Context: an optimization exercise on an open-source flow, tuned for small area, a short achievable clock period and few clock cycles per item. The choices shown serve that exercise and are no tape-out recipe.

== violet ==
Design cmac_tag, start of the top module:
module cmac_tag (
    input  wire         clk,
    input  wire         rst,           
    input  wire         in_valid,
    output wire         in_ready,
    input  wire         in_first,      
    input  wire         in_last,       
    input  wire [4:0]   in_nbytes,     
    input  wire [127:0] in_data,
    input  wire [127:0] key,
    output reg          tag_valid,
    output reg  [63:0]  tag
);
    localparam [2:0] S_IDLE = 3'd0,    
                     S_LCMP = 3'd1,    
                     S_LRDY = 3'd2,    
                     S_RUN  = 3'd3,    
                     S_WAIT = 3'd4;    
    reg [2:0]   state;
    reg [3:0]   rnd;                   
    reg         rlast;                 
    reg         mid;                   
    reg         mid_k;                 
    reg [127:0] s;                     
    reg [127:0] kp;
    reg [31:0]  ksw;
    wire [127:0] rk = kp ^ {4{ksw}};
    reg [127:0] kq;                    
    reg [127:0] l;                     
    reg         lv;                    
    reg         kn;                    
    reg         blk_last;              
    reg         offer_q;               
    reg         hit_q;                 
    wire st_idle = (state == S_IDLE);
    wire st_lcmp = (state == S_LCMP);
    wire st_lrdy = (state == S_LRDY);
    wire st_run  = (state == S_RUN);
    wire st_wait = (state == S_WAIT);
    assign in_ready = (st_idle && offer_q && hit_q) ||
                      (st_lcmp && rlast && !blk_last) ||
  ...
Settings: LEC_CHECK=0, CAP_MARGIN=20, CORE_MARGIN=2, CORE_UTILIZATION=50, CTS_CLUSTER_DIAMETER=70, CTS_CLUSTER_SIZE=24, GPL_ROUTABILITY_DRIVEN=0, PLACE_DENSITY=0.6, SETUP_SLACK_MARGIN=4.3, SLEW_MARGIN=20; clock period 10.0 ns.
standard.sh (not shown) runs the stock make flow with config.mk's settings and CLKGATE_MAP_FILE= SYNTH_SCRIPT=/design/flow/synth_recipe.tcl, a recipe that flattens the netlist after the stock synthesis.
==> flow/flow/run.sh <==
#!/bin/bash
# Layout flow: the standard flow (standard.sh), with synthesis run by
# flow/synth_custom.tcl, which maps logic with an area-recovering ABC script,
# and the port buffers made of buf_1 cells.
set -euo pipefail
cd "$(dirname "$0")/.."
W=$PWD
bash standard.sh SYNTH_SCRIPT=$W/flow/synth_custom.tcl \
  "BUFFER_PORTS_ARGS=-buffer_cell sky130_fd_sc_hd__buf_1" \
  finish > $W/flow_orfs.log 2>&1
==> flow/flow/abc_custom.script <==
strash
&get -n
&st
&dch
&nf -R 20 -p
&put
topo
stime -c
buffer -c
upsize -c
dnsize -c
==> flow/flow/synth_custom.tcl <==
# The standard flow's synthesis (synth_recipe.tcl) with one change: ABC maps with an
# area-recovering script instead of ORFS's abc_speed.script.
set ::custom_abc_script [file join [file dirname [file normalize [info script]]] abc_custom.script]
proc synth {args} { yosys synth -nofsm -noshare {*}$args }
proc abc {args} {
  set i [lsearch -exact $args -script]
  if { $i >= 0 } {
    set args [lreplace $args [expr {$i + 1}] [expr {$i + 1}] $::custom_abc_script]
  }
  yosys abc {*}$args
}
source $::env(SCRIPTS_DIR)/synth.tcl
# left out here: clear keep_hierarchy, flatten, clean up, hide names made inside functions, write 1_2_yosys.v
No stage failed in violet, and the final checks on the layout all came back clean.
## Diff of input files: zinc against violet
--- a/flow/design.v
+++ b/flow/design.v
@@ -162,17 +162,15 @@
                      S_WAIT = 3'd4;    
     reg [2:0]   state;
     reg [3:0]   rnd;                   
     reg         rlast;                 
     reg         mid;                   
     reg         mid_k;                 
     reg [127:0] s;                     
-    reg [127:0] kp;
-    reg [31:0]  ksw;
-    wire [127:0] rk = kp ^ {4{ksw}};
+    reg [127:0] rk;                    
     reg [127:0] kq;                    
     reg [127:0] l;                     
     reg         lv;                    
     reg         kn;                    
     reg         blk_last;              
     reg         offer_q;               
     reg         hit_q;                 
@@ -250,14 +248,15 @@
             cmac_sbox u_ksbox (.a(rot[8*g +: 8]), .y(subw[8*g +: 8]));
         end
     endgenerate
     wire [31:0]  p0   = src[127:96] ^ {rcon, 24'd0};
     wire [31:0]  p1   = src[95:64]  ^ p0;
     wire [31:0]  p2   = src[63:32]  ^ p1;
     wire [31:0]  p3   = src[31:0]   ^ p2;
+    wire [127:0] rk_next   = {p0, p1, p2, p3} ^ {4{subw}};
     wire [127:0] k1 = {l[126:0], 1'b0} ^ (l[127] ? 128'h87 : 128'h0);
     wire [127:0] k2 = {k1[126:0], 1'b0} ^ (k1[127] ? 128'h87 : 128'h0);
     wire        full = in_nbytes[4];
     reg  [15:0] dec;                   
     reg  [15:0] lt;                    
     integer j;
     always @(*) begin
@@ -281,16 +280,15 @@
     wire y_key  = take || lstart || !(sel_r || st_wait);
     wire [127:0] y = (take ? m_blk : 128'd0) ^ (y_key ? kq : 128'd0);
     wire busy = st_lcmp || st_run;
     always @(posedge clk) begin
         s <= (({128{sel_m}} & mk) | ({128{sel_l}} & lk)) ^
              (({128{st_wait}} & s) ^ y);
         tag <= lk[127:64];
-        kp  <= {p0, p1, p2, p3};
-        ksw <= subw;
+        rk <= rk_next;
         if (kq_load)
             kq <= key;
         if (st_lcmp && rlast)
             l <= lk;
     end
     always @(posedge clk) begin
         if (rst) begin
### Flow results
Looking at number of DRC violations after detailed-routing iteration 0, zinc sits above violet. Of zinc and violet, it is zinc that has the lower total wire length after detailed routing. | final period utilization | lower: violet |. Compared with violet, zinc shows a fraction of area in clock buffers and inverters that is 0.37 points higher.
No functional check of the RTL was part of any run of this note.

## afterwards: timing with drivers on the ports
The flow's constraints put no driver on any port. The routed layouts listed below were extracted and timed again, unchanged, in two steps.
Step 1: set_driving_cell puts a clkbuf_16 on clk and a buf_2 on each other input, an assumption about the parent block.
Step 2 moves the port delays by t, midway between the first and last clock arrival at a register: inputs arrive t later, outputs are due t later. That takes back most of the time a late clock gives input paths.
Slacks: no drivers / after step 1 / after step 2; pairs: no drivers / after step 1.
| run | t, ns | setup slack, ns | worst hold slack (ns) |
|---|---|---|---|
| violet | 0.762 | 4.435 / 4.435 / 4.422 | 0.462 / 0.462 / 0.462 |
| zinc | 0.758 | 4.348 / 4.348 / 4.331 | 0.454 / 0.454 / 0.454 |
After both steps every run listed still meets setup and hold. The setup slack of zinc, which loses most, moves by 0.000 ns with the drivers and by -0.017 ns with both steps.
